What follows belongs to an exercise in optimizing a design on an open flow for small area, a short achievable clock period and few clock cycles per item; a production flow would make more cautious choices. Where RTL was checked, it was by simulation tests only, not by an equivalence proof against the original.

==> flow/design.v (excerpt) <==
module sha256_engine (
    input  wire         clk,
    input  wire         rst,         
    input  wire         in_valid,
    output wire         in_ready,
    input  wire [31:0]  in_data,
    input  wire         in_init,     
    input  wire         in_sha224,   
    output reg          out_valid,
    output wire [255:0] out_digest
);
clock: 10.0 ns
lec_check: 0
cap_margin: 20
core_margin: 2
core_utilization: 40
place_density: 0.6
slew_margin: 20
run.sh (not shown) runs the stock make flow with config.mk's settings and CLKGATE_MAP_FILE= SYNTH_SCRIPT=/design/flow/synth_recipe.tcl, a recipe that flattens the netlist after the stock synthesis.
The starting point finished with timing, DRC and antenna clean.
Change:
--- a/flow/design.v
+++ b/flow/design.v
@@ -17,14 +17,15 @@
     reg [5:0]  t;           
     reg [3:0]  cnt;         
     reg        ibv;         
     reg [31:0] ib;
     reg        pinit, p224;    
     reg        cinit, c224;    
     reg        last;           
+    reg  [1:0] lya, lye;       
     reg        fin;            
     reg        rot;            
     reg [31:0] h0, ax, ay, az, h4, ex, ey, ez;
     reg [31:0] a, b, c, d, e, f, g, h;
     reg [31:0] p;               
     reg [31:0] w [0:15];        
     integer i;
@@ -96,16 +97,16 @@
     endfunction
     wire [255:0] iv_p = p224 ? IV224 : IV256;
     wire [255:0] iv_c = c224 ? IV224 : IV256;
     wire [31:0] s1  = {e[5:0], e[31:6]} ^ {e[10:0], e[31:11]} ^ {e[24:0], e[31:25]};
     wire [31:0] s0  = {a[1:0], a[31:2]} ^ {a[12:0], a[31:13]} ^ {a[21:0], a[31:22]};
     wire [31:0] chv = (e & f) ^ (~e & g);
     wire [31:0] mjv = (a & b) ^ (a & c) ^ (b & c);
-    wire [31:0] ya  = last ? h0 : 32'd0;
-    wire [31:0] ye  = last ? h4 : 32'd0;
+    wire [31:0] ya  = {lya[1] ? h0[31:16] : 16'd0, lya[0] ? h0[15:0] : 16'd0};
+    wire [31:0] ye  = {lye[1] ? h4[31:16] : 16'd0, lye[0] ? h4[15:0] : 16'd0};
     wire [31:0] a1s  = p ^ s1 ^ chv;
     wire [31:0] a1c  = (p & s1 | p & chv | s1 & chv);
     wire [31:0] a1cs = {a1c[30:0], 1'b0};
     wire [31:0] a2s  = ya ^ s0 ^ mjv;
     wire [31:0] a2c  = (ya & s0 | ya & mjv | s0 & mjv);
     wire [31:0] a2cs = {a2c[30:0], 1'b0};
     wire [31:0] a3s  = a1s ^ a1cs ^ a2s;
@@ -193,22 +194,28 @@
         if (rst) begin
             run       <= 1'b0;
             t         <= 6'd48;
             cnt       <= 4'd0;
             ibv       <= 1'b0;
             out_valid <= 1'b0;
             last      <= 1'b0;
+            lya       <= 2'b00;
+            lye       <= 2'b00;
             fin       <= 1'b0;
             rot       <= 1'b0;
             start     <= 1'b0;
             ld_alt    <= 1'b0;
             ivld      <= 1'b0;
         end else begin
             out_valid <= last;
             last      <= run & (t == 6'd62);
+            lya[0]    <= run & (t == 6'd62);
+            lya[1]    <= fin & (t == 6'd62);
+            lye[0]    <= run & (t[5:1] == 5'd31) & ~t[0];
+            lye[1]    <= fin & (t[5:1] == 5'd31) & ~t[0];
             fin       <= run & (t == 6'd60 || t == 6'd61 || t == 6'd62);
             rot       <= (t == 6'd60 || t == 6'd61 || t == 6'd62);
             ibv       <= ibvn;
             cnt       <= cntn;
             t         <= tn;
             run       <= runn;
             start     <= stn;
Setup slack gets worse by 0.16 ns.
Sequential cell count went up by 3.
Worst hold slack gains 0.0054 ns.
Non-clock buffer count came out higher by 1.
Register-to-register slack gets worse by 0.16 ns.
Cell count grows by 0.86%.
Global-route usage hardly moves.
Clock-buffer cell count falls by 1.
Maximum frequency shrinks by 2.6%.
No run of this note included a check of the RTL's function; only the layout flow was run.

--- another note on this design; it stands on its own ---

// sha256_engine
module sha256_engine (
    input  wire         clk,
    input  wire         rst,         
    input  wire         in_valid,
    output wire         in_ready,
    input  wire [31:0]  in_data,
    input  wire         in_init,     
    input  wire         in_sha224,   
    output reg          out_valid,
    output wire [255:0] out_digest
);
clock: 10.0 ns
lec_check: 0
abc_area: 1
cap_margin: 20
core_margin: 2
core_utilization: 40
cts_cluster_diameter: 80
cts_cluster_size: 24
place_density: 0.6
setup_slack_margin: 5
slew_margin: 20
run.sh (not shown) runs the stock make flow with config.mk's settings and CLKGATE_MAP_FILE= SYNTH_SCRIPT=/design/flow/synth_recipe.tcl, a recipe that flattens the netlist after the stock synthesis.
Testbench counts at the start, summed over its fixed seeds: cycles 92,352, blocks 1,440.
Then changed:
- ABC_AREA: 1 -> default
Effect: The changed run passed the timing, DRC and antenna checks; final cell count came out lower by about 15%; cell area is lower by about 1.8%; setup slack gets worse by 0.049 ns; fmax came out lower by about 1%; die area drops by about 3.5%; register-to-register slack loses 0.05 ns; wire length falls by 16%.

## re-timing with driven ports
The results above use ideal ports. As a check the final layouts listed here were re-extracted and re-timed, cells and wires unchanged.
Step 1, drivers: a clkbuf_16 drives clk and a buf_2 each remaining input, both assumed.
Step 2 moves the port delays by t, midway between the first and last clock arrival at a register: inputs arrive t later, outputs are due t later. That takes back most of the time a late clock gives input paths.
Three values: ideal, step 1, step 2; two values: the first two.
| run | t (ns) | slack for setup (ns) | worst hold slack (ns) |
|---|---|---|---|
| the first run of note 1 | 0.820 | 3.993 / 3.993 / 3.993 | 0.286 / 0.286 / 0.286 |
| the second run of note 1 | 0.816 | 3.832 / 3.832 / 3.832 | 0.291 / 0.291 / 0.291 |
| the first run of note 2 | 0.784 | 5.088 / 5.088 / 5.088 | 0.320 / 0.320 / 0.320 |
| the second run of note 2 | 0.764 | 5.040 / 5.040 / 5.040 | 0.292 / 0.292 / 0.292 |
After both steps every run listed still meets setup and hold.
